Source: an optimization exercise on an open RTL-to-GDS flow (aim: small area). Production flows keep margins and buffers that such runs may drop.
At most, simulation tests tie the RTL to the original design; equivalence was not proved.
Function not checked in runs 5 and 8: the RTL went through the layout flow alone.
Power and IR drop assume default switching activity.

<file path="design/flow/design.v">
module tg_rx (
    input             clk,
    input             rst,
    input             cfg_ok,
    input      [15:0] own_unit,
    input      [15:0] src_rel,
    input      [15:0] src_zs,
    input      [15:0] src_den,
    input      [4:0]  seq_win,
    input             ms_tick,
    input             in_valid,
    input      [7:0]  in_data,
    input             in_last,
    input             in_net,
    output reg        out_valid,
    output reg [3:0]  out_code,
    output reg [1:0]  out_stream,
    output reg        out_net,
    output reg        out_open,
    output reg        out_match,
    output reg        out_mismatch,
    output reg        out_single,
    output     [31:0] out_seq,
    output     [23:0] out_pl,
    output     [2:0]  synced,
    output     [2:0]  pair_open,
    output reg [2:0]  tmo_single
);
    localparam [3:0] C_OK     = 4'h0,
                     C_CRC    = 4'h1,
                     C_FORMAT = 4'h2,
                     C_ADDR   = 4'h3,
                     C_STREAM = 4'h4,
                     C_BEHIND = 4'h5,
                     C_AHEAD  = 4'h6,
                     C_LATE   = 4'h7;
    localparam [9:0] T_PAIR = 10'h204,    
                     T_SYNC = 10'h2B2;    
    reg [5:0]  cnt;           
    reg [31:0] crc;           
    reg        crc_ok;        
    reg        s_own, s_rel, s_zs, s_den;    
    reg        d_own, d_ff;   
    reg        fmt_ok;        
    reg [1:0]  typ;           
    reg [31:0] fseq;          
    reg [95:0] body;          
    reg        ev_pend;       
    reg        ev_len_ok;
    reg        ev_net;
    function [31:0] crc32c_byte;
        input [31:0] c;
        input [7:0]  d;
        integer k;
        reg [31:0] r;
        begin
            r = c ^ {24'd0, d};
            for (k = 0; k < 8; k = k + 1)
                r = r[0] ? ((r >> 1) ^ 32'h82F63B78) : (r >> 1);
            crc32c_byte = r;
        end
    endfunction
    wire hi = ~cnt[0];
    reg [7:0] crc_b;
    always @* begin
        case (cnt[1:0])
            2'd0: crc_b = crc[31:24];
            2'd1: crc_b = crc[23:16];
            2'd2: crc_b = crc[15:8];
            default: crc_b = crc[7:0];
        endcase
    end
    always @(posedge clk) begin
        if (in_valid && cnt < 6'd28)
            crc <= crc32c_byte(crc | {32{cnt == 6'd0}}, in_data);
        if (in_valid && cnt[5:2] == 4'd7)
            crc_ok <= (crc_ok || cnt[1:0] == 2'd0) && (in_data == ~crc_b);
        if (in_valid && cnt[5:1] == 5'd0) begin
            s_own <= (s_own || hi) && (in_data == (hi ? own_unit[15:8] : own_unit[7:0]));
            s_rel <= (s_rel || hi) && (in_data == (hi ? src_rel[15:8]  : src_rel[7:0]));
            s_zs  <= (s_zs  || hi) && (in_data == (hi ? src_zs[15:8]   : src_zs[7:0]));
            s_den <= (s_den || hi) && (in_data == (hi ? src_den[15:8]  : src_den[7:0]));
        end
        if (in_valid && cnt[5:1] == 5'd1) begin
            d_own <= (d_own || hi) && (in_data == (hi ? own_unit[15:8] : own_unit[7:0]));
            d_ff  <= (d_ff  || hi) && (in_data == 8'hFF);
        end
        if (in_valid && cnt == 6'd4)
            typ <= (in_data[7:2] == 6'd0) ? in_data[1:0] : 2'd0;
        if (in_valid && cnt == 6'd5)
            fmt_ok <= (in_data == 8'h01);
        if (in_valid && cnt[5:1] == 5'd3)
            fmt_ok <= fmt_ok && (in_data == 8'h00);
        if (in_valid && cnt[5:2] == 4'd2)
            fseq <= {fseq[23:0], in_data};
        if (in_valid && cnt >= 6'd12 && cnt < 6'd24)
            body <= {body[87:0], in_data};
    end
    always @(posedge clk) begin
        if (rst) begin
            cnt     <= 6'd0;
            ev_pend <= 1'b0;
        end else begin
            ev_pend <= in_valid && in_last;
            if (in_valid) begin
                if (in_last)
                    cnt <= 6'd0;
                else if (cnt != 6'd32)
                    cnt <= cnt + 6'd1;
            end
        end
        ev_len_ok <= (cnt == 6'd31);
        ev_net    <= in_net;
    end
    assign out_seq = fseq;
    assign out_pl  = body[63:40];
    reg         syn   [0:2];
    reg         have  [0:2];    
    reg         popen [0:2];
    reg         pnet  [0:2];
    reg [9:0]   tmr   [0:2];    
    reg [31:0]  sseq  [0:2];    
    reg [128:0] img   [0:2];    
    assign synced    = {syn[2], syn[1], syn[0]};
    assign pair_open = {popen[2], popen[1], popen[0]};
    wire [128:0] cur = {d_ff, body, crc};
    wire h1 = (typ == 2'd1);
    wire h2 = (typ == 2'd2);
    wire h3 = (typ == 2'd3);
    wire         c_syn   = (h1 & syn[0])   | (h2 & syn[1])   | (h3 & syn[2]);
    wire         c_popen = (h1 & popen[0]) | (h2 & popen[1]) | (h3 & popen[2]);
    wire         c_have  = (h1 & have[0])  | (h2 & have[1])  | (h3 & have[2]);
    wire         c_pnet  = (h1 & pnet[0])  | (h2 & pnet[1])  | (h3 & pnet[2]);
    wire [31:0]  c_sseq  = ({32{h1}} & sseq[0]) | ({32{h2}} & sseq[1]) | ({32{h3}} & sseq[2]);
    wire [128:0] c_img   = ({129{h1}} & img[0]) | ({129{h2}} & img[1]) | ({129{h3}} & img[2]);
    wire len_ok = ev_len_ok;
    wire addr_ok = (d_own | d_ff) & ~s_own;
    wire str_ok = cfg_ok & ((h1 & s_rel & (src_rel != 16'd0)) |
                            (h2 & s_zs  & (src_zs  != 16'd0)) |
                            (h3 & s_den & (src_den != 16'd0)));
    wire [31:0] d    = fseq - c_sseq;
    wire        zero = (d == 32'd0);
    wire        in_w = (d[31:5] == 27'd0) && (d[4:0] <= seq_win);
    wire        other_net = (c_pnet != ev_net);
    reg [3:0] v_code;
    reg [1:0] v_stream;
    reg       v_open, v_complete;
    always @* begin
        v_code     = C_OK;
        v_stream   = typ;
        v_open     = 1'b0;
        v_complete = 1'b0;
        if (!len_ok) begin
            v_code   = C_FORMAT;
            v_stream = 2'd0;
        end else if (!crc_ok) begin
            v_code   = C_CRC;
            v_stream = 2'd0;
        end else if (!fmt_ok) begin
            v_code = C_FORMAT;
        end else if (!addr_ok) begin
            v_code = C_ADDR;
        end else if (!str_ok) begin
            v_code = C_STREAM;
        end else if (c_syn) begin
            if (zero) begin
                if (c_popen && other_net)
                    v_complete = 1'b1;
                else
                    v_code = C_LATE;
            end else if (in_w) begin
                v_open = 1'b1;
            end else if (!d[31]) begin
                v_code = C_AHEAD;
            end else begin
                v_code = C_BEHIND;
            end
        end else begin
            if (c_popen && zero) begin
                if (other_net)
                    v_complete = 1'b1;
                else
                    v_code = C_LATE;
            end else if (!c_popen && c_have && zero) begin
                v_code = C_LATE;
            end else begin
                v_open = 1'b1;
            end
        end
    end
    wire v_match = (c_img == cur);
    wire ev_open     = ev_pend && v_open;
    wire ev_complete = ev_pend && v_complete;
    wire [2:0] hs = {h3, h2, h1};
    integer i;
    always @(posedge clk) begin
        if (rst) begin
            out_valid    <= 1'b0;
            out_open     <= 1'b0;
            out_match    <= 1'b0;
            out_mismatch <= 1'b0;
            out_single   <= 1'b0;
            tmo_single   <= 3'b000;
            for (i = 0; i < 3; i = i + 1) begin
                syn[i]   <= 1'b0;
                have[i]  <= 1'b0;
                popen[i] <= 1'b0;
            end
        end else begin
            out_valid    <= ev_pend;
            out_open     <= ev_open;
            out_match    <= ev_complete && v_match;
            out_mismatch <= ev_complete && !v_match;
            out_single   <= ev_open && c_popen;
            tmo_single   <= 3'b000;
            for (i = 0; i < 3; i = i + 1) begin
                if (hs[i] && ev_open) begin
                    popen[i] <= 1'b1;
                    have[i]  <= 1'b1;
                end else if (hs[i] && ev_complete) begin
                    popen[i] <= 1'b0;
                    if (v_match)
                        syn[i] <= 1'b1;
                end else if (ms_tick) begin
                    if (popen[i] && tmr[i] == T_PAIR) begin
                        popen[i]      <= 1'b0;
                        tmo_single[i] <= 1'b1;
                    end
                    if (syn[i] && tmr[i] == T_SYNC)
                        syn[i] <= 1'b0;
                end
            end
        end
    end
    always @(posedge clk) begin
        for (i = 0; i < 3; i = i + 1) begin
            if (hs[i] && (ev_open || ev_complete)) begin
                tmr[i] <= 10'd0;
                if (v_open) begin
                    pnet[i] <= ev_net;
                    sseq[i] <= fseq;
                    img[i]  <= cur;
                end
            end else if (ms_tick && (popen[i] || syn[i])) begin
                tmr[i] <= {tmr[i][8:0], ~(tmr[i][9] ^ tmr[i][6])};
            end
        end
    end
    always @(posedge clk) begin
        out_code   <= v_code;
        out_stream <= v_stream;
        out_net    <= ev_net;
    end
endmodule
</file>
<file path="design/flow/run.sh">
#!/bin/bash
# synth_recipe.tcl (not shown) runs the flow's synth.tcl, then flattens the netlist and writes it again
# the make line also repeats each setting of config.mk as NAME=value (left out here)
make -C /OpenROAD-flow-scripts/flow DESIGN_CONFIG=/design/flow/config.mk WORK_HOME=/design/flow/orfs CLKGATE_MAP_FILE= SYNTH_SCRIPT=/design/flow/synth_recipe.tcl finish
</file>
<file path="design/flow/config.mk">
export PLATFORM = sky130hd
export DESIGN_NAME = tg_rx
export DESIGN_NICKNAME = tg_rx
export VERILOG_FILES = /design/flow/design.v
export SDC_FILE = /design/flow/constraint.sdc
export NUM_CORES = 4
export LEC_CHECK = 0
export CAP_MARGIN = 20
export CORE_MARGIN = 2
export CORE_UTILIZATION = 40
export PLACE_DENSITY = 0.6
export SLEW_MARGIN = 20
</file>
<file path="design/flow/constraint.sdc">
create_clock -name core_clock -period 10.0 [get_ports {clk}]
set_input_delay 2.0000 -clock core_clock [delete_from_list [all_inputs] [get_ports {clk}]]
set_output_delay 2.0000 -clock core_clock [all_outputs]
set_load 0.01 [all_outputs]
</file>
==> flow_summary.ini, run 1 <==
[run_status]
status = finished clean

[logic_synthesis]
syn-num-nets = 2371
yosysSeqAreaShare_pct = 64.4
yosysTopAreaCellShare_pct = 60.6
synth_area_sq_um = 32500
synthesis.area_per_instance_sq_um = 14.5
synthFlopType = edfxtp_1
synth_cell_types = 88
synth_common_cells = edfxtp_1 (656), xnor2_1 (195), mux2_2 (162), a22oi_1 (160), nor2_1 (87)
synth_cells = 2245
synth.most_common_cell = edfxtp_1
yosysTopAreaCell = edfxtp_1
synth_enable_flop_cells = 656
ys_ff_latch = 718
synth.area.top_cells = edfxtp_1 (61%), mux2_2 (5.6%), xnor2_1 (5.3%)
ys_warn_count = 8
async_flop_share_pct = 0

[clock_tree]
clockBufferDepth = 3
numClockSinks = 718
cts_tree = yes
cts-buffers-inserted = 76
cts.clk_slew.worst_paths_ns = 0.06
insertion_delay_ns = 0.63
cts_max_level = 3
cts_setup_buffers = 0
clockRootBuffer = clkbuf_16
hold_buffers = 0
cts-resized-gates = 0

[power]
leakagePower_nw = 12.5
power_switching_mw = 1.75
swShare_pct = 24.5
ir_worst_vdd_mv = 0.133
seq_power_share_pct = 50.3
powerDensity_nw_per_um2 = 190
combinationalPowerShare_pct = 10.9
power_mw = 7.13
power_frac_clock_pct = 38.8
p_int_mw = 5.38

[floorplan]
core-area_sq_um = 80400
dieHeight_um = 289
dieArea_sq_um = 83500
rows = 104
start_util_pct = 40.4
pin_count = 161
die_w_um = 289

[global_routing]
grt_pass1_wl_mm = 119
grt_pass1_vias = 19200
antenna_found_initial = 1
grt_max_degree = 140
overflow = 0
grt_usage_pct = 18.7

[hold_path]
min_to = out_net
hp-start = ev_net
worstHoldPathCells = 0
hp-class = flop to flop

[setup_path]
r2r-end = img[2][10]
required_ns = 10.26
cp-end-kind = flop
critPathBufInv = 3
critical-path-max-stage-delay_ns = 0.86
worst-endpoint-arrival_ns = 7.93
critPathMaxFanout = 75
slowest_stage = nor2b_4
rr_worst_depth = 17
reg2reg_from = typ[0]
worstSetupStartpointType = flop
crit_family = simple AND/OR/NAND/NOR gates
r2r_slack_ns = 2.32
criticalPathCategory = flop to flop
path_cells = buf_4 > nor2b_4 > a22o_1 > ha_1 > inv_1 > fa_1 > a211oi_2 > o21ai_2 > a222oi_1 > nor4_1 > or4_1 > a22oi_1 > or4b_4 > nor4b_4 > a2bb2oi_1 > nor2_4 > buf_12

[drt]
viasPerCell = 5.51
drt_iter0_markers = 1561
drtAntennaViolNets = 0
drt-pass1-iter-count = 6
routedWlPerCell_um = 22.8
vias = 19200
drc = 0
drt_wl_total_mm = 79.6

[place]
place.gp.congestion = 0.904
portBuffers = 159
dpl-instance-area_sq_um = 35000
dpl.cell_count = 3353
dp_hpwl_mm = 51.4

[finish]
stdcell_count = 3491
drive_gt1_share_pct = 15.4
nNetsFinal = 2497
fin_area_sq_um = 37500
syn2layout_area_growth_pct = 15.3

[sta]
fmax_ghz = 0.130
period_needed_ns = 7.68
maxSlewViolCount = 0
tns_ns = 0
fin_hold_ws_ns = 0.456
final-hold-violation-count = 0
setup-violations-final = 0
rsz0062_at_grt = no
slew_headroom_pct = 23.6
max_slew.worst_pin.slew_ns = 1.15
finClkSkew_ns = 0.0282
finalCritPeriodShare_pct = 76.8

[flow_run]
maxCapViolations = 0
## area by class of cell
| type | count | area, sq um |
|---|---|---|
| sequential | 718 | 20900 |
| tap | 1060 | 1330 |
| inverter | 29 | 109 |
| timing repair buffer | 194 | 1970 |
| clock buffer | 94 | 1990 |
| fill | 7044 | 43000 |
| multi-input combinational | 1352 | 10700 |
| clock inverter | 43 | 434 |
| antenna | 1 | 2.50 |
## metal layers
metal / share of wire [%] / vias up / wire length [um] / global-route usage, %
met2: 48 / 547 / 38000 / 29.9
met3: 5.4 / 100 / 4280 / 3.10
met1: 45 / 9677 / 35600 / 26.3
li1: - / 8898 / - / -
met5: 0.015 / - / 12 / 0
met4: 2.2 / 2 / 1790 / 5.54
## flip-flops by register name, indices dropped and copies added (netlist names), 3 cells and up
name	count
fseq	32
img	387
cnt	6
tmr	30
crc	32
pnet	3
have	3
popen	3
sseq	96
tmo_single	3
out_code	3
body	96
syn	3
## cell usage in the layout, fill, tap and decap left out, drive strengths merged, types with 7 or more instances in the layout
master and n:
nand2b 14, nand2 76, mux2 162, edfxtp 656
nor3 26, nor4 55, o211ai 8, clkinv 32
buf 35, xnor2 201, o21a 9, and3 8
clkdlybuf4s50 159, a21oi 97, nor2b 9, o31ai 7
inv 32, a21o 10, dfxtp 62, a32oi 7
xor2 80, o2111ai 8, a22oi 160, nand3 16
nor4b 7, clkbuf 94, a211oi 8, o21ai 48
nand4 37, nor2 88, mux2i 67, ha 41
a222oi 9
## kinds of logic after synthesis
logic type / Yosys count / share of synthesized area, %
flip-flops: 718 / 64.4
AO/OA/AOI/OAI: 418 / 9.32
AND/OR/NAND/NOR: 381 / 6.33
XOR/XNOR: 281 / 7.71
multiplexers: 229 / 7.68
buffers and inverters: 175 / 2.85
adder cells (fa/ha/maj): 42 / 1.64
other: 1 / 0.0115
## through the flow
step	worst slack (ns)	utilization [%]
6_report	2.32	46.6
5_1_grt	1.81	46.6
4_1_cts	2.29	46.6
3_5_place_dp	2.29	43.6
3_3_place_gp	2.46	43.5
2_1_floorplan	-0.447	-
## power by group through the flow
stage	Combinational [mW]	Clock, mW	Sequential, mW
floorplan	0.597	0	3.56
global placement	0.763	0	3.65
detailed placement	0.772	0	3.65
CTS	0.780	2.83	3.59
global route	0.845	2.94	3.60
finish	0.775	2.77	3.59
## worst max path at each step
| stage | from | endpoint | slack, ns | cells past startpoint |
|---|---|---|---|---|
| 6_report | typ[0] | img[2][10] | 2.32 | 17 |
| 5_1_grt | typ[0] | img[1][58] | 1.81 | 17 |
| 4_1_cts | typ[0] | sseq[1][3] | 2.29 | 17 |
| 3_5_place_dp | typ[0] | img[1][74] | 2.29 | 17 |
| 3_3_place_gp | typ[0] | img[1][66] | 2.46 | 17 |
| 2_1_floorplan | typ[0] | img[1][0] | -0.45 | 20 |
## worst register-to-register path: cells and delay by family, from the launching register on
family | cells | cell delay (ns)
AOI/OAI and AO/OA | 6 | 1.86
adders and majority gates | 2 | 0.62
buffers and inverters | 3 | 1.05
DFF | 1 | 0.32
and+or+nand+nor | 6 | 3.38
==> run 2, diff against run 1 <==
--- a/design/flow/config.mk
+++ b/design/flow/config.mk
@@ -6,7 +6,9 @@
 export NUM_CORES = 4
 export LEC_CHECK = 0
+export ABC_AREA = 1
 export CAP_MARGIN = 20
 export CORE_MARGIN = 2
 export CORE_UTILIZATION = 40
+export CTS_BUF_LIST = sky130_fd_sc_hd__clkbuf_4
 export PLACE_DENSITY = 0.6
 export SLEW_MARGIN = 20
==> run 2 against run 1 <==
Still clean on timing, DRC and antenna; register-to-register slack improved by 0.56 ns; clock skew rose by 0.059 ns; worst setup slack improved by 0.56 ns; synthesized cell count rose by 38%; final cell count rose by 30%; wire length rose by 4.8%; critical path type unchanged; critical endpoint is now img[1][41].
==> flow_summary.ini, run 2 <==
[power]
seq_power_share_pct = 51.1
p_int_mw = 5.12
power_switching_mw = 1.90
leakagePower_nw = 14.5
ir_worst_vdd_mv = 0.116
power_frac_clock_pct = 34.7
swShare_pct = 27.0
powerDensity_nw_per_um2 = 186
combinationalPowerShare_pct = 14.2
power_mw = 7.02

[setup_path]
cp-end-kind = flop
critPathMaxFanout = 122
required_ns = 10.58
worst-endpoint-arrival_ns = 7.70
criticalPathCategory = flop to flop
worstSetupStartpointType = flop

[run_status]
status = finished clean

[flow_run]
maxCapViolations = 0

[sta]
maxSlewViolCount = 0
final-hold-violation-count = 0
fmax_ghz = 0.141
setup-violations-final = 0
tns_ns = 0
fin_hold_ws_ns = 0.465
slew_headroom_pct = 20.2
max_slew.worst_pin.slew_ns = 1.19
period_needed_ns = 7.11
finClkSkew_ns = 0.0870
finalCritPeriodShare_pct = 71.1
rsz0062_at_grt = no

[finish]
top_register = img
fill_cells = 7601
final_cell_mix = nand2_1 (945), edfxtp_1 (656), inv_1 (303)
register_area_sq_um = 20900
top_regs = img (387), body (96), sseq (96)
drive_gt1_share_pct = 10.1
multi_input_area_sq_um = 10200
stdcell_count = 4551
syn2layout_area_growth_pct = 14.8
largest_reg_flops = 387
final_common_cell = nand2_1
final_core_util_pct = 46.1
nNetsFinal = 3479

[logic_synthesis]
synth_cells = 3100
yosysSeqAreaShare_pct = 63.8
async_flop_share_pct = 0
synth.most_common_cell = nand2_1
synth_area_sq_um = 32800
synth_enable_flop_cells = 656
yosysTopAreaCellShare_pct = 60.0
yosysTopAreaCell = edfxtp_1
syn-num-nets = 3226
synth_cell_types = 53
synth.area.top_cells = edfxtp_1 (60%), nand2_1 (11%), dfxtp_1 (3.8%)
ys_ff_latch = 718
synth_common_cells = nand2_1 (945), edfxtp_1 (656), inv_1 (307), nand3_1 (201), nor2_1 (166)
synthFlopType = edfxtp_1
synthesis.area_per_instance_sq_um = 10.6
ys_warn_count = 8

[drt]
drtAntennaViolNets = 0
drc = 0
drt-pass1-iter-count = 5
viasPerCell = 5.01
vias = 22800
drt_iter0_markers = 1799
routedWlPerCell_um = 18.3
drt_wl_total_mm = 83.4

[floorplan]
dieArea_sq_um = 84400
core-area_sq_um = 81700
start_util_pct = 40.2
pin_count = 161
dieHeight_um = 290
die_w_um = 290
rows = 105

[clock_tree]
numClockSinks = 718
cts.clk_slew.worst_paths_ns = 0.06
insertion_delay_ns = 1.01
cts-buffers-inserted = 180
clockRootBuffer = clkbuf_4
cts-resized-gates = 0
cts_setup_buffers = 0
cts_max_level = 4
clockBufferDepth = 3
hold_buffers = 0
cts_tree = yes

[global_routing]
grt_pass1_wl_mm = 128
grt_pass1_vias = 22100
antenna_found_initial = 3
grt_usage_pct = 19.6
overflow = 0
grt_max_degree = 123

[hold_path]
hp-class = flop to flop

[place]
dp_hpwl_mm = 54.7
portBuffers = 159
place.gp.congestion = 0.942
dpl.cell_count = 4241
[run 2: changes by cell type after synthesis, moves of 31 or more]
cell,delta
nand3_1,+185
xnor2_1,-129
inv_1,+279
a22oi_1,-160
nor2_1,+79
mux2_2,-162
nand4_1,+40
mux2i_1,-60
nand2_1,+869
a21oi_2,-31
xor2_1,+38
[run 2: path summary, 6_finish.rpt]
| check | startpoint | endpoint | slack, ns | cells past startpoint |
|---|---|---|---|---|
| min reg2reg | tmr[2][0] | tmr[2][0] | 0.47 | 2 |
| min | tmr[2][0] | tmr[2][0] | 0.47 | 2 |
| max reg2reg | typ[1] | img[1][41] | 2.89 | 27 |
| max | typ[1] | img[1][41] | 2.89 | 27 |
[run 2: cell type report]
class	count	area share, %
antenna	3	0.0199
clock buffer	256	5.10
clock inverter	51	0.833
inverter	314	3.22
multi-input combinational	1957	27.0
sequential	718	55.5
tap	1070	3.55
timing repair buffer	182	4.71
[run 2: routing by layer]
layer	vias to the layer above	track usage (%)	wire, um	part of all wire, %
li1	11100	-	-	-
met1	10900	26.7	37700	45
met2	649	31.7	39500	47
met3	138	3.78	4260	5.1
met4	0	6.37	1940	2.3
met5	-	0	0	0
[run 2: metrics by stage]
stage	setup WS, ns	instance area [sq um]
after floorplan	2.17	32800
after global placement	3.05	35500
after detailed placement	3.00	35500
after CTS	2.95	37700
after global routing	2.37	37700
final	2.89	37700
[run 2: power by group through the flow]
stage	Sequential [mW]	Combinational, mW	Clock (mW)
2_1_floorplan	3.60	0.739	0
3_3_place_gp	3.64	0.997	0
3_5_place_dp	3.65	1.00	0
4_1_cts	3.58	1.01	2.51
5_1_grt	3.60	1.09	2.66
6_report	3.58	1.00	2.43
[run 2: kinds of logic after synthesis]
group / count (synthesis) / share of synthesized area (%)
adder cells (fa/ha/maj): 42 / 1.62
multiplexers: 7 / 0.213
flip-flops: 718 / 63.8
AO/OA/AOI/OAI: 231 / 4.23
other: 1 / 0.0114
AND/OR/NAND/NOR: 1476 / 18.9
XOR/XNOR: 200 / 5.91
buffers and inverters: 425 / 5.29
[run 2: critical path, cell delays in order, from the launching register on]
cell      delay (ns)
edfxtp_1        0.41
inv_1           0.11
nor2_4          0.46
buf_4           0.44
nand2_1         0.09
nand3_1         0.13
ha_1            0.15
inv_1           0.05
fa_1            0.45
nand2_1         0.10
nand3_1         0.12
and2_1          0.19
nand2_1         0.06
nand2_1         0.06
inv_1           0.07
ha_1            0.23
a21oi_1         0.12
o21ai_0         0.09
a21oi_1         0.22
nand3_1         0.13
nor2_1          0.19
nand2_1         0.08
nor2_1          0.13
nand3_1         0.15
a21oi_1         0.41
nand4_1         0.41
inv_8           0.74
buf_4           0.68
==> run 3, diff against run 2 <==
--- a/design/flow/config.mk
+++ b/design/flow/config.mk
@@ -6,9 +6,9 @@
 export NUM_CORES = 4
 export LEC_CHECK = 0
-export ABC_AREA = 1
 export CAP_MARGIN = 20
 export CORE_MARGIN = 2
 export CORE_UTILIZATION = 40
-export CTS_BUF_LIST = sky130_fd_sc_hd__clkbuf_4
+export CTS_CLUSTER_DIAMETER = 60
+export CTS_CLUSTER_SIZE = 24
 export PLACE_DENSITY = 0.6
 export SLEW_MARGIN = 20
==> run 3 against run 2 <==
Critical endpoint is now img[2][30]; still clean; clock skew is 0.039 ns lower; sequential share of layout area is 1.2 points higher; die area is 1.0% lower; largest power group unchanged.
==> flow_summary.ini, run 3 <==
[drt]
viasPerCell = 5.53
vias = 19100
drt-pass1-iter-count = 6
routedWlPerCell_um = 22.9
drt_iter0_markers = 1544
drc = 0
drt_wl_total_mm = 79.1
drtAntennaViolNets = 0

[logic_synthesis]
synth.area.mux_share_pct = 7.68
synth_enable_flop_cells = 656
synth_cells = 2245
syn-num-nets = 2371
synthFlopType = edfxtp_1
synth_cell_types = 88
synthesis.area_per_instance_sq_um = 14.5
synth.area.top_cells = edfxtp_1 (61%), mux2_2 (5.6%), xnor2_1 (5.3%)
synth_common_cells = edfxtp_1 (656), xnor2_1 (195), mux2_2 (162), a22oi_1 (160), nor2_1 (87)
yosys.area_share.adder_pct = 1.64
synth_xor_area_share_pct = 7.71
synth-compound-area-share_pct = 9.32
ys_warn_count = 8
synth.most_common_cell = edfxtp_1
synth_area_sq_um = 32500
yosysTopAreaCell = edfxtp_1
yosysTopAreaCellShare_pct = 60.6
synth_top_family_by_area = compound AO/OA/AOI/OAI gates
ys_ff_latch = 718
async_flop_share_pct = 0
yosysSeqAreaShare_pct = 64.4
synthSimpleGateAreaFrac_pct = 6.33

[setup_path]
worst-endpoint-arrival_ns = 7.94
reg2reg_from = typ[0]
rr_worst_depth = 17
cp-end-kind = flop
worstSetupStartpointType = flop
required_ns = 10.26
r2r-end = img[2][30]
critPathMaxFanout = 75
criticalPathCategory = flop to flop
r2r_slack_ns = 2.32

[clock_tree]
numClockSinks = 718
cts_setup_buffers = 0
hold_buffers = 0
cts.clk_slew.worst_paths_ns = 0.09
cts-resized-gates = 0
cts_max_level = 2
clockRootBuffer = clkbuf_16
cts_tree = yes
clockBufferDepth = 3
insertion_delay_ns = 0.64
cts-buffers-inserted = 52

[sta]
maxSlewViolCount = 0
setup-violations-final = 0
timing.final.ws_setup_ns = 2.32
final-hold-violation-count = 0
finClkSkew_ns = 0.0480
period_needed_ns = 7.68
slew_headroom_pct = 24.8
finalCritPeriodShare_pct = 76.8
max_slew.worst_pin.slew_ns = 1.12
rsz0062_at_grt = no
fmax_ghz = 0.130

[place]
dpl.cell_count = 3353
portBuffers = 159
dpl-instance-area_sq_um = 35000
pre_cts_slack_ns = 2.29
dp_hpwl_mm = 51.4
place.gp.congestion = 0.904

[floorplan]
die_w_um = 289
dieHeight_um = 289
core-area_sq_um = 80400
start_util_pct = 40.4
rows = 104
dieArea_sq_um = 83500
pin_count = 161

[finish]
nNetsFinal = 2473
syn2layout_area_growth_pct = 13.6
drive_gt1_share_pct = 15.3
fin_area_sq_um = 36900
diodes = 0
top_register = img
stdcell_count = 3451
final_core_util_pct = 45.9
final_common_cell = edfxtp_1
top_regs = img (387), body (96), sseq (96)
final_cell_mix = edfxtp_1 (656), xnor2_1 (195), mux2_2 (162)
fill_cells = 7041
largest_reg_flops = 387

[global_routing]
top_usage_layer = met2
grt_pass1_vias = 18900
grt_use_met2_pct = 29.8
antenna_found_initial = 0
overflow = 0
grt_pass1_wl_mm = 118
grt_usage_pct = 18.5
grtUsageMet1_pct = 26.3
grt_max_degree = 140
grt_use_met3_pct = 2.87

[power]
powerDensity_nw_per_um2 = 180
ir_worst_vdd_mv = 0.196
leakagePower_nw = 12.2
power_mw = 6.64

[run_status]
status = finished clean

[hold_path]
worstHoldPathCells = 0
min_to = out_net
hp-start = ev_net
hp-class = flop to flop

[flow_run]
maxCapViolations = 0
==> run 3: per-stage QoR <==
step,hold slack [ns],TNS (ns)
3_5_place_dp,0.450,0
4_1_cts,0.462,0
6_report,0.464,0
5_1_grt,0.472,0
3_3_place_gp,0.436,0
2_1_floorplan,0.379,-215.66
==> run 3: kinds of logic after synthesis <==
family | Yosys count
other | 1
adders and majority gates | 42
AOI/OAI and AO/OA | 418
buffers and inverters | 175
muxes | 229
and+or+nand+nor | 381
xor gates and xnor gates | 281
DFF | 718
==> run 3: layout make-up <==
type | count | area [sq um] | area share, %
Clock buffer | 56 | 1340 | 3.63
Clock inverter | 42 | 523 | 1.42
Inverter | 29 | 109 | 0.295
Multi-Input combinational cell | 1352 | 10700 | 29.0
Sequential cell | 718 | 20900 | 56.8
Tap cell | 1060 | 1330 | 3.59
Timing Repair Buffer | 194 | 1970 | 5.35
==> run 3: worst max-delay path: stages (launching register included) <==
cell       delay [ns]
edfxtp_1         0.34
buf_4            0.54
nor2b_4          0.84
a22o_1           0.28
ha_1             0.16
inv_1            0.05
fa_1             0.45
a211oi_2         0.31
o21ai_2          0.15
a222oi_1         0.47
nor4_1           0.11
or4_1            0.48
a22oi_1          0.27
or4b_4           0.55
nor4b_4          0.58
a2bb2oi_1        0.37
nor2_4           0.78
buf_12           0.47
==> run 3: layer usage <==
metal,vias to the layer above,part of all wire (%)
li1,8844,-
met1,9681,45
met2,467,48
met3,88,4.7
met4,0,2.1
met5,-,0
==> run 3: where the power goes <==
| part | internal [mW] | total, mW | switching, mW |
|---|---|---|---|
| combinational | 0.377 | 0.774 | 0.397 |
| clock | 1.09 | 2.29 | 1.20 |
| sequential | 3.42 | 3.58 | 0.163 |
| total | 4.88 | 6.64 | 1.76 |
==> run 3: worst max-delay path by stage <==
stage	start	slack, ns	endpoint	cells past startpoint
5_1_grt	typ[0]	1.84	img[1][30]	17
6_report	typ[0]	2.32	img[2][30]	17
3_5_place_dp	typ[0]	2.29	img[1][74]	17
3_3_place_gp	typ[0]	2.46	img[1][66]	17
4_1_cts	typ[0]	2.27	img[1][30]	17
2_1_floorplan	typ[0]	-0.45	img[1][0]	20
==> run 4, diff against run 3 <==
--- a/design/flow/config.mk
+++ b/design/flow/config.mk
@@ -9,6 +9,6 @@
 export CORE_MARGIN = 2
 export CORE_UTILIZATION = 40
-export CTS_CLUSTER_DIAMETER = 60
-export CTS_CLUSTER_SIZE = 24
+export CTS_CLUSTER_DIAMETER = 80
+export CTS_CLUSTER_SIZE = 32
 export PLACE_DENSITY = 0.6
 export SLEW_MARGIN = 20
==> run 4 against run 3 <==
Die area stayed put; via count down 0.93%; flip-flop and latch count stayed put; non-clock buffer count unchanged; global-route usage down 0.11 points; critical path type unchanged; largest cell class unchanged.
==> flow_summary.ini, run 4 <==
[run_status]
status = finished clean

[clock_tree]
numClockSinks = 718
clockRootBuffer = clkbuf_16
cts.clk_slew.worst_paths_ns = 0.11
cts-buffers-inserted = 34
cts_setup_buffers = 0
cts_max_level = 2
cts-resized-gates = 0
hold_buffers = 0
cts_tree = yes
clockBufferDepth = 3
insertion_delay_ns = 0.61

[place]
place.gp.congestion = 0.904
dp_hpwl_mm = 51.4
dpl-instance-area_sq_um = 35000
portBuffers = 159
pre_cts_slack_ns = 2.29

[logic_synthesis]
synthesis.area_per_instance_sq_um = 14.5
async_flop_share_pct = 0
yosys.area_share.adder_pct = 1.64
ys_ff_latch = 718
synth.most_common_cell = edfxtp_1
synth.area.mux_share_pct = 7.68
yosysTopAreaCell = edfxtp_1
synth_cells = 2245
ys_warn_count = 8
yosysSeqAreaShare_pct = 64.4
synth_enable_flop_cells = 656
synth_xor_area_share_pct = 7.71
synth_cell_types = 88
synth_area_sq_um = 32500
yosysTopAreaCellShare_pct = 60.6
synthSimpleGateAreaFrac_pct = 6.33
synth_common_cells = edfxtp_1 (656), xnor2_1 (195), mux2_2 (162), a22oi_1 (160), nor2_1 (87)
syn-num-nets = 2371
synthFlopType = edfxtp_1
synth-compound-area-share_pct = 9.32
synth_top_family_by_area = compound AO/OA/AOI/OAI gates
synth.area.top_cells = edfxtp_1 (61%), mux2_2 (5.6%), xnor2_1 (5.3%)

[hold_path]
hp-class = flop to flop
hp-start = ev_net

[finish]
nNetsFinal = 2455
top_register = img
fin_area_sq_um = 36200
diodes = 0
fill_cells = 7109
syn2layout_area_growth_pct = 11.4
final_common_cell = edfxtp_1
drive_gt1_share_pct = 13.8
largest_reg_flops = 387
final_core_util_pct = 45.0
final_cell_mix = edfxtp_1 (656), xnor2_1 (195), mux2_2 (162)
register_area_sq_um = 20900
multi_input_area_sq_um = 10700
top_regs = img (387), body (96), sseq (96)

[setup_path]
reg2reg_from = typ[0]
required_ns = 10.25
worstSetupStartpointType = flop
worst-endpoint-arrival_ns = 7.94
critPathLaunch = typ[0]
critPathMaxFanout = 75
cp-end-kind = flop
criticalPathCategory = flop to flop

[floorplan]
dieHeight_um = 289
start_util_pct = 40.4
pin_count = 161
rows = 104
die_w_um = 289
core-area_sq_um = 80400
dieArea_sq_um = 83500

[power]
seq_power_share_pct = 58.9
leakagePower_nw = 11.9
combinationalPowerShare_pct = 12.7
swShare_pct = 26.0
power_frac_clock_pct = 28.3
power_switching_mw = 1.58
ir_worst_vdd_mv = 0.159
powerDensity_nw_per_um2 = 168
p_int_mw = 4.50

[sta]
finalCritPeriodShare_pct = 76.9
setup-violations-final = 0
rsz0062_at_grt = no
maxSlewViolCount = 0
max_slew.worst_pin.slew_ns = 1.12
timing.final.ws_setup_ns = 2.31
period_needed_ns = 7.69
finClkSkew_ns = 0.0462
slew_headroom_pct = 24.6
final-hold-violation-count = 0
fmax_ghz = 0.130

[drt]
drtAntennaViolNets = 0
vias = 18900
routedWlPerCell_um = 23.0
viasPerCell = 5.54
drt-pass1-iter-count = 5
drt_iter0_markers = 1489
drc = 0
drt_wl_total_mm = 78.5

[global_routing]
overflow = 0
grt_max_degree = 140
grt_pass1_vias = 18700
grt_usage_pct = 18.3
grt_pass1_wl_mm = 117
antenna_found_initial = 1

[flow_run]
maxCapViolations = 0
[run 4: cell count changes in the layout (fill, tap and decap cells not counted), sizes merged]
cell,before,now
clkinvlp,1,0
clkbuf,56,36
clkinv,23,10
inv,46,39
[run 4: cell families (layout without fill, tap and decap cells)]
group / count (synthesis) / in the layout
XOR/XNOR: 281 / 281
multiplexers: 229 / 229
flip-flops: 718 / 718
adder cells (fa/ha/maj): 42 / 42
AO/OA/AOI/OAI: 418 / 418
other: 1 / 1
AND/OR/NAND/NOR: 381 / 381
buffers and inverters: 175 / 280
[run 4: final cells by class]
| type | count | share of cell area (%) |
|---|---|---|
| sequential | 718 | 57.9 |
| timing repair buffer | 194 | 5.46 |
| clock inverter | 21 | 0.819 |
| multi-input combinational | 1352 | 29.5 |
| clock buffer | 36 | 2.37 |
| inverter | 29 | 0.301 |
| tap | 1060 | 3.66 |
[run 4: final timing paths]
kind / end / slack [ns] / cells past startpoint
worst max register to register: img[2][5] / 2.31 / 17
worst max-delay path: img[2][5] / 2.31 / 17
worst min register to register: out_net / 0.46 / 0
worst min-delay path: out_net / 0.46 / 0
[run 4: power groups by stage]
stage          Sequential, mW  Combinational (mW)  Clock (mW)
3_5_place_dp             3.65               0.772           0
5_1_grt                  3.60               0.842        1.86
2_1_floorplan            3.56               0.597           0
3_3_place_gp             3.65               0.763           0
6_report                 3.58               0.774        1.72
4_1_cts                  3.58               0.776        1.78
[run 4: per-stage QoR]
step	hold WS [ns]	cells	TNS, ns	power, mW
floorplan	0.379	2245	-215.66	4.16
global placement	0.436	3352	0	4.41
detailed placement	0.450	3353	0	4.43
CTS	0.465	3410	0	6.14
global route	0.481	3410	0	6.30
finish	0.463	3410	0	6.08
[run 4: worst max-delay path, cell delays in order (launching register included)]
cell and delay [ns]:
edfxtp_1 0.34, buf_4 0.54, nor2b_4 0.84, a22o_1 0.28
ha_1 0.16, inv_1 0.05, fa_1 0.46, a211oi_2 0.32
o21ai_2 0.15, a222oi_1 0.44, nor4_1 0.11, or4_1 0.48
a22oi_1 0.26, or4b_4 0.55, nor4b_4 0.60, a2bb2oi_1 0.38
nor2_4 0.78, buf_12 0.47
[run 4: metal layers]
| layer | share of wire (%) | global-route usage (%) | up-vias |
|---|---|---|---|
| li1 | - | - | 8762 |
| met1 | 46 | 26.2 | 9608 |
| met2 | 48 | 29.7 | 458 |
| met3 | 4.5 | 2.47 | 73 |
| met4 | 2.0 | 4.48 | 2 |
| met5 | 0.015 | 0 | - |
==> run 5, diff against run 4 <==
--- a/design/flow/design.v
+++ b/design/flow/design.v
@@ -43,5 +43,5 @@
     reg        d_own, d_ff;   
     reg        fmt_ok;        
-    reg [1:0]  typ;           
+    reg        h1, h2, h3;    
     reg [31:0] fseq;          
     reg [95:0] body;          
@@ -86,6 +86,9 @@
             d_ff  <= (d_ff  || hi) && (in_data == 8'hFF);
         end
-        if (in_valid && cnt == 6'd4)
-            typ <= (in_data[7:2] == 6'd0) ? in_data[1:0] : 2'd0;
+        if (in_valid && cnt == 6'd4) begin
+            h1 <= (in_data == 8'd1);
+            h2 <= (in_data == 8'd2);
+            h3 <= (in_data == 8'd3);
+        end
         if (in_valid && cnt == 6'd5)
             fmt_ok <= (in_data == 8'h01);
@@ -125,7 +128,5 @@
     assign pair_open = {popen[2], popen[1], popen[0]};
     wire [128:0] cur = {d_ff, body, crc};
-    wire h1 = (typ == 2'd1);
-    wire h2 = (typ == 2'd2);
-    wire h3 = (typ == 2'd3);
+    wire [1:0] typ = {h2 | h3, h1 | h3};
     wire         c_syn   = (h1 & syn[0])   | (h2 & syn[1])   | (h3 & syn[2]);
     wire         c_popen = (h1 & popen[0]) | (h2 & popen[1]) | (h3 & popen[2]);
==> run 5 against run 4 <==
Register-to-register slack improved by 0.50 ns; flip-flop and latch count rose by 1; die area is 5.3% lower; critical endpoint is now img[1][92]; non-clock buffer count is 3 lower; critical path type unchanged; worst hold slack worse by 0.0044 ns; via count fell by 1.5%; critical path depth increased by 1; design area fell by 4.6%; largest power group unchanged; first-iteration DRC count up 62%; synthesized cell count shrank 7.8%.
==> flow_summary.ini, run 5 <==
[finish]
final_cell_mix = edfxtp_1 (657), a222oi_1 (172), clkdlybuf4s50_1 (159)
fin_area_sq_um = 34500
fill_cells = 6746
nNetsFinal = 2279
top_register = img
largest_reg_flops = 387
final_common_cell = edfxtp_1
syn2layout_area_growth_pct = 12.4
drive_gt1_share_pct = 5.93
diodes = 0
top_regs = img (387), body (96), sseq (96)

[logic_synthesis]
synth_area_sq_um = 30700
synth_cells = 2071
synth_cell_types = 82
yosysSeqAreaShare_pct = 68.2
synth.most_common_cell = edfxtp_1
ys_warn_count = 8
synthesis.area_per_instance_sq_um = 14.8
synth_common_cells = edfxtp_1 (657), a222oi_1 (172), xnor2_1 (143), xor2_1 (124), a21oi_1 (98)
ys_ff_latch = 719
synth.area.top_cells = edfxtp_1 (64%), a222oi_1 (5.6%), xnor2_1 (4.1%)
yosysTopAreaCell = edfxtp_1
async_flop_share_pct = 0
yosysTopAreaCellShare_pct = 64.2
synth_enable_flop_cells = 657
syn-num-nets = 2197
synthFlopType = edfxtp_1

[setup_path]
critPathMaxFanout = 80
cp-end-kind = flop
path_cells = buf_4 > a222oi_1 > inv_1 > ha_1 > inv_1 > fa_1 > a211oi_1 > o21ai_1 > a22oi_1 > nand3_1 > a21oi_1 > o2111ai_1 > nor4_1 > and4_1 > a31oi_1 > o31ai_1 > inv_6 > buf_4
worst-endpoint-arrival_ns = 7.48
criticalPathCategory = flop to flop
r2r_slack_ns = 2.81
worstSetupStartpointType = flop
critical-path-max-stage-delay_ns = 0.94
rr_worst_depth = 18
required_ns = 10.29
reg2reg_from = h2
r2r-end = img[1][92]
slowest_stage = edfxtp_1

[drt]
vias = 18600
drtAntennaViolNets = 0
drt_wl_total_mm = 80.0
viasPerCell = 5.81
routed.top_layer = met4
met1_length_mm = 34.4
route.met3.wl_mm = 4.79
wl_met2_mm = 38.7
routedWlPerCell_um = 25.0
drc = 0
drt_iter0_markers = 2405
drt-pass1-iter-count = 9

[hold_path]
min_to = have[0]
hp-start = have[0]
hp-class = flop to flop
worstHoldPathCells = 2

[power]
power_frac_clock_pct = 29.9
powerDensity_nw_per_um2 = 178
swShare_pct = 26.0
combinationalPowerShare_pct = 11.4
power_switching_mw = 1.60
seq_power_share_pct = 58.7
ir_worst_vdd_mv = 0.191
p_int_mw = 4.54
power_mw = 6.14
leakagePower_nw = 11.0

[clock_tree]
cts-buffers-inserted = 36
insertion_delay_ns = 0.62
clockRootBuffer = clkbuf_16
hold_buffers = 0
numClockSinks = 719
cts_tree = yes
cts-resized-gates = 0
cts.clk_slew.worst_paths_ns = 0.11
cts_setup_buffers = 0
cts_max_level = 2
clockBufferDepth = 3

[sta]
fmax_ghz = 0.139
finalCritPeriodShare_pct = 71.9
slew_headroom_pct = 28.2
max_slew.worst_pin.slew_ns = 1.08
finClkSkew_ns = 0.0492
setup-violations-final = 0
period_needed_ns = 7.19
tns_ns = 0
rsz0062_at_grt = no
final-hold-violation-count = 0
maxSlewViolCount = 0

[place]
dpl-instance-area_sq_um = 33200
dp_hpwl_mm = 53.3
portBuffers = 159
place.gp.congestion = 0.934

[floorplan]
start_util_pct = 40.4
pin_count = 161
dieHeight_um = 281
rows = 101
core-area_sq_um = 76100
dieArea_sq_um = 79100
die_w_um = 281

[global_routing]
grt_pass1_wl_mm = 118
grt_max_degree = 135
overflow = 0
grt_pass1_vias = 18300
antenna_found_initial = 1
grt_usage_pct = 19.8

[run_status]
status = finished clean

[flow_run]
maxCapViolations = 0
==> run 5: cell count changes after synthesis, sizes merged, moves of 11 or more <==
| cell | delta |
|---|---|
| o21ai | -12 |
| xor2 | +47 |
| a222oi | +163 |
| nand4 | +13 |
| a22oi | -157 |
| xnor2 | -53 |
| mux2 | -160 |
| mux2i | -12 |
| nor4 | -11 |
==> run 5: metrics by stage <==
stage / instances / worst slack [ns] / hold slack, ns / utilization (%)
floorplan: 2071 / 2.01 / 0.379 / -
global placement: 3145 / 3.05 / 0.440 / 43.7
detailed placement: 3145 / 2.95 / 0.445 / 43.7
CTS: 3207 / 2.87 / 0.461 / 45.4
global route: 3207 / 2.36 / 0.485 / 45.4
finish: 3207 / 2.81 / 0.459 / 45.4
==> run 5: cell families after synthesis <==
| group | count (synthesis) | share of synthesized area, % |
|---|---|---|
| and+or+nand+nor | 370 | 6.48 |
| xor gates and xnor gates | 275 | 8.10 |
| adders and majority gates | 42 | 1.73 |
| AOI/OAI and AO/OA | 422 | 10.9 |
| muxes | 57 | 1.86 |
| other | 1 | 0.0122 |
| buffers and inverters | 185 | 2.71 |
| DFF | 719 | 68.2 |
==> run 5: cell type report <==
class                   instances  area (sq um)  share of cell area, %
flip-flops and latches        719         21000                   60.7
multi-input cells            1167          8950                   25.9
repair buffers                191          1860                   5.38
well taps                    1030          1290                   3.73
clock buffers                  38           918                   2.66
clock inverters                24           394                   1.14
inverters                      38           158                  0.456
==> run 5: worst max path at each step <==
stage	from	to	slack [ns]
floorplan	h2	img[0][0]	2.01
global placement	h2	img[0][41]	3.05
detailed placement	h2	img[0][62]	2.95
CTS	h2	img[1][86]	2.87
global route	h2	img[1][92]	2.36
finish	h2	img[1][92]	2.81
==> run 5: power groups by stage <==
stage / sequential (mW) / clock [mW] / combinational (mW)
2_1_floorplan: 3.57 / 0 / 0.551
3_3_place_gp: 3.67 / 0 / 0.694
3_5_place_dp: 3.68 / 0 / 0.700
4_1_cts: 3.61 / 1.89 / 0.704
5_1_grt: 3.62 / 1.97 / 0.755
6_report: 3.61 / 1.84 / 0.700
==> run 5: routing by layer <==
layer / global-route usage [%] / vias to the layer above
met5: 0 / -
met4: 5.70 / 0
met3: 2.21 / 113
met2: 32.5 / 694
met1: 27.8 / 9423
li1: - / 8388
==> run 5: worst max-delay path, delay by kind of cell, from the launching register on <==
kind | cells | cell delay, ns
adder cells (fa/ha/maj) | 2 | 0.60
flip-flops | 1 | 0.94
buffers and inverters | 5 | 1.65
AO/OA/AOI/OAI | 8 | 2.52
AND/OR/NAND/NOR | 3 | 0.94
==> run 6, diff against run 5 <==
--- a/design/flow/design.v
+++ b/design/flow/design.v
@@ -140,7 +140,19 @@
                             (h2 & s_zs  & (src_zs  != 16'd0)) |
                             (h3 & s_den & (src_den != 16'd0)));
-    wire [31:0] d    = fseq - c_sseq;
-    wire        zero = (d == 32'd0);
-    wire        in_w = (d[31:5] == 27'd0) && (d[4:0] <= seq_win);
+    wire [31:0] x    = fseq ^ c_sseq;
+    wire [5:0]  lo   = {1'b0, fseq[4:0]} - {1'b0, c_sseq[4:0]};
+    wire        e_hi = (x[31:5] == 27'd0);
+    reg  [26:0] pc;                       
+    integer j;
+    always @* begin
+        pc[0] = 1'b1;
+        for (j = 1; j < 27; j = j + 1)
+            pc[j] = pc[j-1] & c_sseq[j+4];
+    end
+    wire        i_hi = (x[31:5] == pc);   
+    wire        zero = e_hi && (lo == 6'd0);
+    wire        in_w = (lo[5] ? i_hi : e_hi) && (lo[4:0] <= seq_win);
+    wire        b31  = (fseq[30:0] < c_sseq[30:0]);
+    wire [31:0] d    = {x[31] ^ b31, 31'd0};
     wire        other_net = (c_pnet != ev_net);
     reg [3:0] v_code;
==> run 6 against run 5 <==
Critical endpoint is now img[2][84]; core utilization fell by 0.065 points; largest cell class unchanged; combinational power fell by 1%; still clean; critical path depth did not move; non-clock buffer count fell by 4; design area fell by 3.9%; final cell count fell by 7.5%.
==> flow_summary.ini, run 6 <==
[drt]
drc = 0
viasPerCell = 5.74
routedWlPerCell_um = 24.1
drt_wl_total_mm = 71.3
drt-pass1-iter-count = 9
vias = 17000
drtAntennaViolNets = 0
drt_iter0_markers = 2193

[finish]
top_register = img
fill_cells = 6280
largest_reg_flops = 387
drive_gt1_share_pct = 5.69
final_core_util_pct = 45.3
nNetsFinal = 2114
fin_area_sq_um = 33200
syn2layout_area_growth_pct = 11.7
final_common_cell = edfxtp_1
final_cell_mix = edfxtp_1 (657), xnor2_1 (179), a222oi_1 (173)
stdcell_count = 2965
top_regs = img (387), body (96), sseq (96)

[global_routing]
grt_usage_pct = 18.0
overflow = 0
grt_pass1_wl_mm = 107
grt_pass1_vias = 16700
antenna_found_initial = 3
grt_max_degree = 163

[sta]
finalCritPeriodShare_pct = 57.1
fin_hold_ws_ns = 0.448
fmax_ghz = 0.175
final-hold-violation-count = 0
maxSlewViolCount = 0
slew_headroom_pct = 23.3
period_needed_ns = 5.71
tns_ns = 0
max_slew.worst_pin.slew_ns = 1.15
setup-violations-final = 0
finClkSkew_ns = 0.0462
rsz0062_at_grt = no

[logic_synthesis]
synthesis.area_per_instance_sq_um = 15.7
ys_ff_latch = 719
synth_common_cells = edfxtp_1 (657), xnor2_1 (179), a222oi_1 (173), nor2_1 (122), xor2_1 (89)
synth_cells = 1893
async_flop_share_pct = 0
synth_enable_flop_cells = 657
yosysTopAreaCellShare_pct = 66.4
synth.area.top_cells = edfxtp_1 (66%), a222oi_1 (5.8%), xnor2_1 (5.3%)
synth.most_common_cell = edfxtp_1
yosysTopAreaCell = edfxtp_1
yosysSeqAreaShare_pct = 70.6
synthFlopType = edfxtp_1
synth_area_sq_um = 29700
syn-num-nets = 2020
synth_cell_types = 72
ys_warn_count = 8

[setup_path]
rr_worst_depth = 18
critPathMaxFanout = 162
r2r-end = img[2][84]
critPathLaunch = h1
cp-endpoint = img[2][84]
criticalPathCategory = flop to flop
worst-endpoint-arrival_ns = 5.97
slowest_stage = buf_12
critical-path-max-stage-delay_ns = 0.65
reg2reg_from = h1
worstSetupStartpointType = flop
cp_common_cell = ha_1
path_cells = buf_4 > a222oi_1 > inv_1 > ha_1 > fa_1 > nor2b_1 > o21a_1 > o21ai_0 > and2_1 > ha_1 > mux2i_1 > a21oi_1 > nor4b_1 > nand4_1 > nor4b_2 > o21ba_2 > and2_4 > buf_12
r2r_slack_ns = 4.29
required_ns = 10.26
cp-end-kind = flop

[place]
dp_hpwl_mm = 43.5
dpl-instance-area_sq_um = 32200
dpl.cell_count = 2914
portBuffers = 159
place.gp.congestion = 0.818

[floorplan]
die_w_um = 277
rows = 99
dieHeight_um = 277
dieArea_sq_um = 76500
pin_count = 161
start_util_pct = 40.6
core-area_sq_um = 73200

[power]
ir_worst_vdd_mv = 0.167
powerDensity_nw_per_um2 = 176
leakagePower_nw = 10.5

[clock_tree]
clockBufferDepth = 3
cts.clk_slew.worst_paths_ns = 0.10
cts_tree = yes
cts_setup_buffers = 0
cts-buffers-inserted = 30
cts_max_level = 1
hold_buffers = 0
numClockSinks = 719
clockRootBuffer = clkbuf_16
insertion_delay_ns = 0.65
cts-resized-gates = 0

[hold_path]
hp-class = flop to flop

[run_status]
status = finished clean

[flow_run]
maxCapViolations = 0
==> run 6: cell count changes in the layout (fill, tap and decap cells not counted), sizes merged, moves of 9 or more <==
cell	previous run	this run
nor4	44	53
nor2	92	124
inv	49	27
nand2	66	53
o21ai	36	22
xnor2	148	185
nand4	50	28
a21oi	101	35
xor2	127	89
==> run 6: layout make-up <==
cell class,instances,area (sq um),share of cell area (%)
clock inverter,18,253,0.761
antenna,2,5.00,0.0151
inverter,23,86.3,0.260
clock buffer,31,754,2.27
tap,959,1200,3.62
multi-input combinational,1026,8050,24.2
sequential,719,21000,63.2
timing repair buffer,187,1880,5.65
==> run 6: kinds of logic (layout without fill, tap and decap cells) <==
kind of cell | Yosys count | count (layout) | share of synthesized area, %
simple gates | 354 | 354 | 6.30
fa+ha+maj | 43 | 43 | 1.84
flops | 719 | 719 | 70.6
compound gates | 293 | 293 | 8.50
xor+xnor | 274 | 274 | 8.26
buf+inv | 148 | 259 | 2.46
mux | 61 | 61 | 2.07
other cells | 1 | 3 | 0.0126
==> run 6: where the power goes <==
part	switching, mW	internal (mW)
Sequential	0.164	3.42
Combinational	0.351	0.340
Clock	0.944	0.635
Total	1.46	4.40
==> run 6: critical path, delay by kind of cell, from the launching register on <==
| kind | cells | cell delay (ns) |
|---|---|---|
| simple gates | 6 | 1.33 |
| buf+inv | 3 | 1.08 |
| compound gates | 5 | 1.05 |
| fa+ha+maj | 3 | 0.96 |
| flops | 1 | 0.45 |
| mux | 1 | 0.20 |
==> run 6: metrics by stage <==
stage | setup WS, ns | power (mW)
after CTS | 4.33 | 5.91
final | 4.29 | 5.86
after global routing | 3.87 | 6.06
after floorplan | 1.23 | 4.11
after detailed placement | 3.98 | 4.35
after global placement | 4.03 | 4.34
==> run 6: how the worst min path moves through the flow <==
stage / start / end / slack [ns] / cells past startpoint
2_1_floorplan: ev_net / out_net / 0.38 / 0
3_3_place_gp: ev_net / out_net / 0.44 / 0
3_5_place_dp: ev_net / out_net / 0.44 / 0
4_1_cts: ev_net / out_net / 0.45 / 0
5_1_grt: ev_net / out_net / 0.46 / 0
6_report: ev_net / out_net / 0.45 / 0
==> run 6: per-layer routing <==
metal	vias to the layer above	GRT usage, %	part of all wire, %
met5	-	0	0.018
met2	629	29.1	48
met4	2	4.48	2.5
li1	7673	-	-
met1	8627	25.8	44
met3	76	2.36	6.4
==> run 7, diff against run 6 <==
==> design/flow/flow/run.sh (new file) <==
#!/bin/bash
# The standard layout (standard.sh, unchanged synthesis, floorplan, power grid and
# routing), with two layout knobs that ORFS reads from the environment:
#  - the port buffers are the smallest buffer cell instead of the one buffer_ports picks;
#  - clock tree: sink clusters of up to 32 flip-flops within 80 um, no dummy loads;
# make's output goes to standard.log; each ORFS step keeps its own log under orfs/logs/.
set -euo pipefail
export BUFFER_PORTS_ARGS="-buffer_cell sky130_fd_sc_hd__buf_1"
export CTS_ARGS="-sink_clustering_enable -repair_clock_nets -sink_clustering_size 32 -sink_clustering_max_diameter 80 -dont_use_dummy_load"
bash standard.sh > standard.log 2>&1
==> design/flow/standard.sh (new file) <==
#!/bin/bash
# synth_recipe.tcl (not shown) runs the flow's synth.tcl, then flattens the netlist and writes it again
# the make line also repeats each setting of config.mk as NAME=value (left out here)
make -C /OpenROAD-flow-scripts/flow DESIGN_CONFIG=/design/flow/config.mk WORK_HOME=/design/flow/orfs CLKGATE_MAP_FILE= SYNTH_SCRIPT=/design/flow/synth_recipe.tcl "${@:-finish}"
--- a/design/flow/config.mk
+++ b/design/flow/config.mk
@@ -9,6 +9,4 @@
 export CORE_MARGIN = 2
 export CORE_UTILIZATION = 40
-export CTS_CLUSTER_DIAMETER = 80
-export CTS_CLUSTER_SIZE = 32
 export PLACE_DENSITY = 0.6
 export SLEW_MARGIN = 20
removed: design/flow/run.sh
==> run 7 against run 6 <==
Still clean on timing, DRC and antenna; power fell by 3.2%; global-route usage barely moved; wire length about the same; clock-buffer cell count unchanged; register-to-register slack got worse by 0.53 ns; non-clock buffer count is 3 higher; core utilization shrank 1.7 points; design area decreased by 3.8%.
==> flow_summary.ini, run 7 <==
[run_status]
status = finished clean

[setup_path]
path_cells = buf_4 > a222oi_1 > inv_1 > ha_1 > fa_1 > nor2b_1 > o21a_1 > o21ai_0 > and2_1 > ha_1 > mux2i_1 > a21oi_1 > nor4b_1 > nand4_1 > nor4b_2 > o21ba_2 > and2_4 > buf_4
worstSetupStartpointType = flop
worst-endpoint-arrival_ns = 6.47
critPathMaxFanout = 70
critPathBufInv = 3
required_ns = 10.24
cp-end-kind = flop
slowest_stage = and2_4
criticalPathCategory = flop to flop
crit_family = simple AND/OR/NAND/NOR gates
critical-path-max-stage-delay_ns = 0.89

[finish]
final_common_cell = edfxtp_1
final_cell_mix = edfxtp_1 (657), xnor2_1 (179), a222oi_1 (173)
top_regs = img (387), body (96), sseq (96)
top_register = img
fill_cells = 6447
nNetsFinal = 2118
syn2layout_area_growth_pct = 7.48
diodes = 0
drive_gt1_share_pct = 5.03
largest_reg_flops = 387

[floorplan]
core-area_sq_um = 73200
pin_count = 161
die_w_um = 277
rows = 99
dieArea_sq_um = 76500
dieHeight_um = 277
start_util_pct = 40.6

[clock_tree]
cts_setup_buffers = 0
clockBufferDepth = 3
cts.clk_slew.worst_paths_ns = 0.10
hold_buffers = 0
cts_max_level = 1
cts_tree = yes
numClockSinks = 719
clockRootBuffer = clkbuf_16
cts-buffers-inserted = 31
cts-resized-gates = 0
insertion_delay_ns = 0.66

[logic_synthesis]
ys_warn_count = 8
synthFlopType = edfxtp_1
synth_enable_flop_cells = 657
synth.area.top_cells = edfxtp_1 (66%), a222oi_1 (5.8%), xnor2_1 (5.3%)
synthesis.area_per_instance_sq_um = 15.7
synth_cells = 1893
synth_area_sq_um = 29700
ys_ff_latch = 719
yosysSeqAreaShare_pct = 70.6
synth.most_common_cell = edfxtp_1
syn-num-nets = 2020
synth_cell_types = 72
yosysTopAreaCellShare_pct = 66.4
async_flop_share_pct = 0
synth_common_cells = edfxtp_1 (657), xnor2_1 (179), a222oi_1 (173), nor2_1 (122), xor2_1 (89)
yosysTopAreaCell = edfxtp_1

[place]
dp_hpwl_mm = 44.9
portBuffers = 159
place.gp.congestion = 0.838

[global_routing]
grt_use_met2_pct = 29.2
overflow = 0
grt_usage_pct = 18.1
top_usage_layer = met2
grt_pass1_vias = 16400
grt_max_degree = 139
grt_use_met3_pct = 2.58
grt_pass1_wl_mm = 106
antenna_found_initial = 3
grtUsageMet1_pct = 25.8

[drt]
drt-pass1-iter-count = 6
routedWlPerCell_um = 24.2
vias = 16900
viasPerCell = 5.74
drc = 0
drtAntennaViolNets = 0
drt_wl_total_mm = 71.3
drt_iter0_markers = 2322

[power]
ir_worst_vdd_mv = 0.137
powerDensity_nw_per_um2 = 178
leakagePower_nw = 9.94

[sta]
fin_hold_ws_ns = 0.449
period_needed_ns = 6.23
max_slew.worst_pin.slew_ns = 1.08
fmax_ghz = 0.160
maxSlewViolCount = 0
setup-violations-final = 0
tns_ns = 0
finalCritPeriodShare_pct = 62.3
final-hold-violation-count = 0
slew_headroom_pct = 27.9
rsz0062_at_grt = no
finClkSkew_ns = 0.0703

[flow_run]
maxCapViolations = 0

[hold_path]
hp-class = flop to flop
run 7: cell counts after synthesis:
No cell type changed its count.
run 7: layout make-up:
type | count | area, sq um | area share [%]
timing repair buffer | 190 | 867 | 2.71
multi-input combinational | 1026 | 8050 | 25.2
inverter | 23 | 86.3 | 0.270
clock buffer | 31 | 776 | 2.43
tap | 959 | 1200 | 3.76
sequential | 719 | 21000 | 65.6
run 7: worst paths after layout:
path          start          to  slack (ns)  depth (start not counted)
min reg2reg  ev_net     out_net        0.45                          0
max              h2  img[1][30]        3.77                         18
max reg2reg      h2  img[1][30]        3.77                         18
min          ev_net     out_net        0.45                          0
run 7: stage by stage:
step	power (mW)	instance area (sq um)	cells	utilization (%)	setup WS, ns
after floorplan	4.11	29700	1893	-	1.23
after global placement	4.32	31200	2917	42.6	3.74
after detailed placement	4.34	31200	2917	42.6	3.72
after CTS	5.71	31900	2948	43.6	3.70
after global routing	5.88	31900	2948	43.6	3.24
final	5.67	31900	2948	43.6	3.77
run 7: power by group:
| part | switching (mW) | internal [mW] |
|---|---|---|
| combinational | 0.359 | 0.319 |
| sequential | 0.164 | 3.42 |
| clock | 0.852 | 0.552 |
| total | 1.38 | 4.30 |
run 7: kinds of logic after synthesis:
group                      synth area share (%)
and+or+nand+nor                            6.30
DFF                                        70.6
other                                    0.0126
adders and majority gates                  1.84
xor gates and xnor gates                   8.26
buffers and inverters                      2.46
muxes                                      2.07
AOI/OAI and AO/OA                          8.50
run 7: layer usage:
layer | wire length [um] | part of all wire [%]
met1 | 30500 | 43
met2 | 33700 | 47
met3 | 5530 | 7.8
met4 | 1540 | 2.2
met5 | 0 | 0
==> run 8, diff against run 7 <==
--- a/design/flow/design.v
+++ b/design/flow/design.v
@@ -140,19 +140,7 @@
                             (h2 & s_zs  & (src_zs  != 16'd0)) |
                             (h3 & s_den & (src_den != 16'd0)));
-    wire [31:0] x    = fseq ^ c_sseq;
-    wire [5:0]  lo   = {1'b0, fseq[4:0]} - {1'b0, c_sseq[4:0]};
-    wire        e_hi = (x[31:5] == 27'd0);
-    reg  [26:0] pc;                       
-    integer j;
-    always @* begin
-        pc[0] = 1'b1;
-        for (j = 1; j < 27; j = j + 1)
-            pc[j] = pc[j-1] & c_sseq[j+4];
-    end
-    wire        i_hi = (x[31:5] == pc);   
-    wire        zero = e_hi && (lo == 6'd0);
-    wire        in_w = (lo[5] ? i_hi : e_hi) && (lo[4:0] <= seq_win);
-    wire        b31  = (fseq[30:0] < c_sseq[30:0]);
-    wire [31:0] d    = {x[31] ^ b31, 31'd0};
+    wire [31:0] d    = fseq - c_sseq;
+    wire        zero = (d == 32'd0);
+    wire        in_w = (d[31:5] == 27'd0) && (d[4:0] <= seq_win);
     wire        other_net = (c_pnet != ev_net);
     reg [3:0] v_code;
==> design/flow/flow/run.sh (replaced) <==
#!/bin/bash
# The standard layout (standard.sh, unchanged synthesis, floorplan, power grid and
# routing), with three layout knobs that ORFS reads from the environment:
#  - the port buffers are the smallest buffer cell instead of the one buffer_ports picks;
#  - clock tree: sink clusters of up to 32 flip-flops within 80 um, no dummy loads;
#  - after global routing, non-critical cells are downsized (repair_timing -recover_power).
# make's output goes to standard.log; each ORFS step keeps its own log under orfs/logs/.
set -euo pipefail
export BUFFER_PORTS_ARGS="-buffer_cell sky130_fd_sc_hd__buf_1"
export CTS_ARGS="-sink_clustering_enable -repair_clock_nets -sink_clustering_size 32 -sink_clustering_max_diameter 80 -dont_use_dummy_load"
export RECOVER_POWER=100
bash standard.sh > standard.log 2>&1
==> run 8 against run 7 <==
Now fails the layout checks on max-capacitance violations, max-slew violations; synthesized cell count up 9.4%; largest power group unchanged; critical path type unchanged; die area up 3.4%; wire length up 8.7%.
==> flow_summary.ini, run 8 <==
[run_status]
status = failed layout checks
layout.failed_checks = max-capacitance violations, max-slew violations

[clock_tree]
cts-buffers-inserted = 37
clockRootBuffer = clkbuf_16
cts_setup_buffers = 0
numClockSinks = 719
insertion_delay_ns = 0.63
cts_tree = yes
cts_max_level = 2
cts-resized-gates = 0
hold_buffers = 0
cts.clk_slew.worst_paths_ns = 0.11
clockBufferDepth = 3

[place]
dpl-instance-area_sq_um = 32200
dpl.cell_count = 3141
dp_hpwl_mm = 50.2
place.gp.congestion = 0.891
portBuffers = 159

[logic_synthesis]
yosysTopAreaCellShare_pct = 64.2
synth.most_common_cell = edfxtp_1
synthesis.area_per_instance_sq_um = 14.8
synth_area_sq_um = 30700
synth_cells = 2071
syn-num-nets = 2197
synth.area.top_cells = edfxtp_1 (64%), a222oi_1 (5.6%), xnor2_1 (4.1%)
synth_common_cells = edfxtp_1 (657), a222oi_1 (172), xnor2_1 (143), xor2_1 (124), a21oi_1 (98)
ys_warn_count = 8
ys_ff_latch = 719
yosysTopAreaCell = edfxtp_1
yosysSeqAreaShare_pct = 68.2
synth_enable_flop_cells = 657
synthFlopType = edfxtp_1
synth_cell_types = 82
async_flop_share_pct = 0

[global_routing]
grt_usage_pct = 19.1
grt_pass1_wl_mm = 115
antenna_found_initial = 0
grt_pass1_vias = 18000
grt_max_degree = 115
overflow = 0

[drt]
viasPerCell = 5.85
routedWlPerCell_um = 24.4
drt-pass1-iter-count = 7
drt_iter0_markers = 2318
drtAntennaViolNets = 0
drt_wl_total_mm = 77.5
vias = 18600
drc = 0

[sta]
final-hold-violation-count = 0
rsz0062_at_grt = no
fin_hold_ws_ns = 0.422
fmax_ghz = 0.125
period_needed_ns = 7.98
slew_headroom_pct = -213
tns_ns = 0
max_slew.worst_pin.slew_ns = 4.70
finClkSkew_ns = 0.0963
finalCritPeriodShare_pct = 79.8
maxSlewViolCount = 554
setup-violations-final = 0

[finish]
register_area_sq_um = 21000
top_register = img
fin_area_sq_um = 33000
multi_input_area_sq_um = 8860
syn2layout_area_growth_pct = 7.29
nNetsFinal = 2276
diodes = 0
top_regs = img (387), body (96), sseq (96)
final_cell_mix = edfxtp_1 (657), a222oi_1 (172), buf_1 (156)
stdcell_count = 3178
fill_cells = 6903
largest_reg_flops = 387
drive_gt1_share_pct = 3.58
final_common_cell = edfxtp_1

[setup_path]
path_cells = buf_4 > a222oi_1 > ha_1 > a21oi_1 > o21ai_0 > o311ai_0 > nor4b_1 > nand4b_1 > nor4_1 > and4_1 > a31oi_1 > o31ai_1 > inv_6 > clkbuf_2
critPathMaxFanout = 61
worstSetupStartpointType = flop
required_ns = 9.94
critPathBufInv = 3
criticalPathCategory = flop to flop
slowest_stage = clkbuf_2
crit_family = compound AO/OA/AOI/OAI gates
critical-path-max-stage-delay_ns = 1.05
worst-endpoint-arrival_ns = 7.92
cp-end-kind = flop

[floorplan]
die_w_um = 281
dieHeight_um = 281
start_util_pct = 40.4
core-area_sq_um = 76100
pin_count = 161
dieArea_sq_um = 79100
rows = 101

[hold_path]
hp-class = flop to flop

[power]
leakagePower_nw = 10.3
ir_worst_vdd_mv = 0.119
powerDensity_nw_per_um2 = 176

[flow_run]
maxCapViolations = 13
## run 8: changes by cell type after synthesis, moves of 12 or more
cell,before,now
a21oi_1,35,98
buf_2,3,15
clkbuf_1,55,73
inv_1,22,37
nand2_1,53,66
nand4_1,28,49
nor2_1,122,89
xnor2_1,179,143
xor2_1,89,124
## run 8: cell type report
| class | count | area share (%) |
|---|---|---|
| inverters | 38 | 0.478 |
| multi-input cells | 1167 | 26.9 |
| repair buffers | 187 | 2.37 |
| well taps | 1030 | 3.91 |
| clock buffers | 37 | 2.81 |
| flip-flops and latches | 719 | 63.6 |
## run 8: kinds of logic after synthesis
family	synth area share (%)
flops	68.2
compound gates	10.9
simple gates	6.48
xor+xnor	8.10
buf+inv	2.71
mux	1.86
fa+ha+maj	1.73
other cells	0.0122
## run 8: path summary, 6_finish.rpt
kind	end	depth (start not counted)	start	slack [ns]
max	img[1][21]	14	h2	2.02
min	out_valid	1	ev_pend	0.42
max reg2reg	img[1][21]	14	h2	2.02
min reg2reg	out_valid	1	ev_pend	0.42
## run 8: layer usage
metal / wire (um) / track usage (%) / vias to the layer above
met5: 0 / 0 / -
met4: 1410 / 4.02 / 0
met3: 4630 / 2.08 / 88
met2: 37400 / 31.1 / 655
met1: 34100 / 27.7 / 9521
li1: - / - / 8340
## run 8: power breakdown
| part | internal, mW | switching [mW] | total (mW) | leakage (nW) |
|---|---|---|---|---|
| Combinational | 0.304 | 0.347 | 0.651 | 3.43 |
| Clock | 0.663 | 0.881 | 1.54 | 0.456 |
| Sequential | 3.43 | 0.172 | 3.60 | 6.43 |
| Total | 4.40 | 1.40 | 5.80 | 10.3 |
## run 8: stage by stage
stage / worst slack (ns) / utilization, % / power, mW
global placement: 3.42 / 42.3 / 4.33
global route: 1.57 / 43.4 / 6.01
finish: 2.02 / 43.4 / 5.80
floorplan: 2.01 / - / 4.12
CTS: 3.20 / 43.6 / 5.88
detailed placement: 3.27 / 42.3 / 4.35

Re-timed with assumed drivers on the ports (clkbuf_16 on the clock, buf_2 on other inputs), run 8 has 2.019 ns of setup slack against 2.019 ns with ideal ports, and 1.735 ns once port delays also move by the mid clock arrival of 0.632 ns.
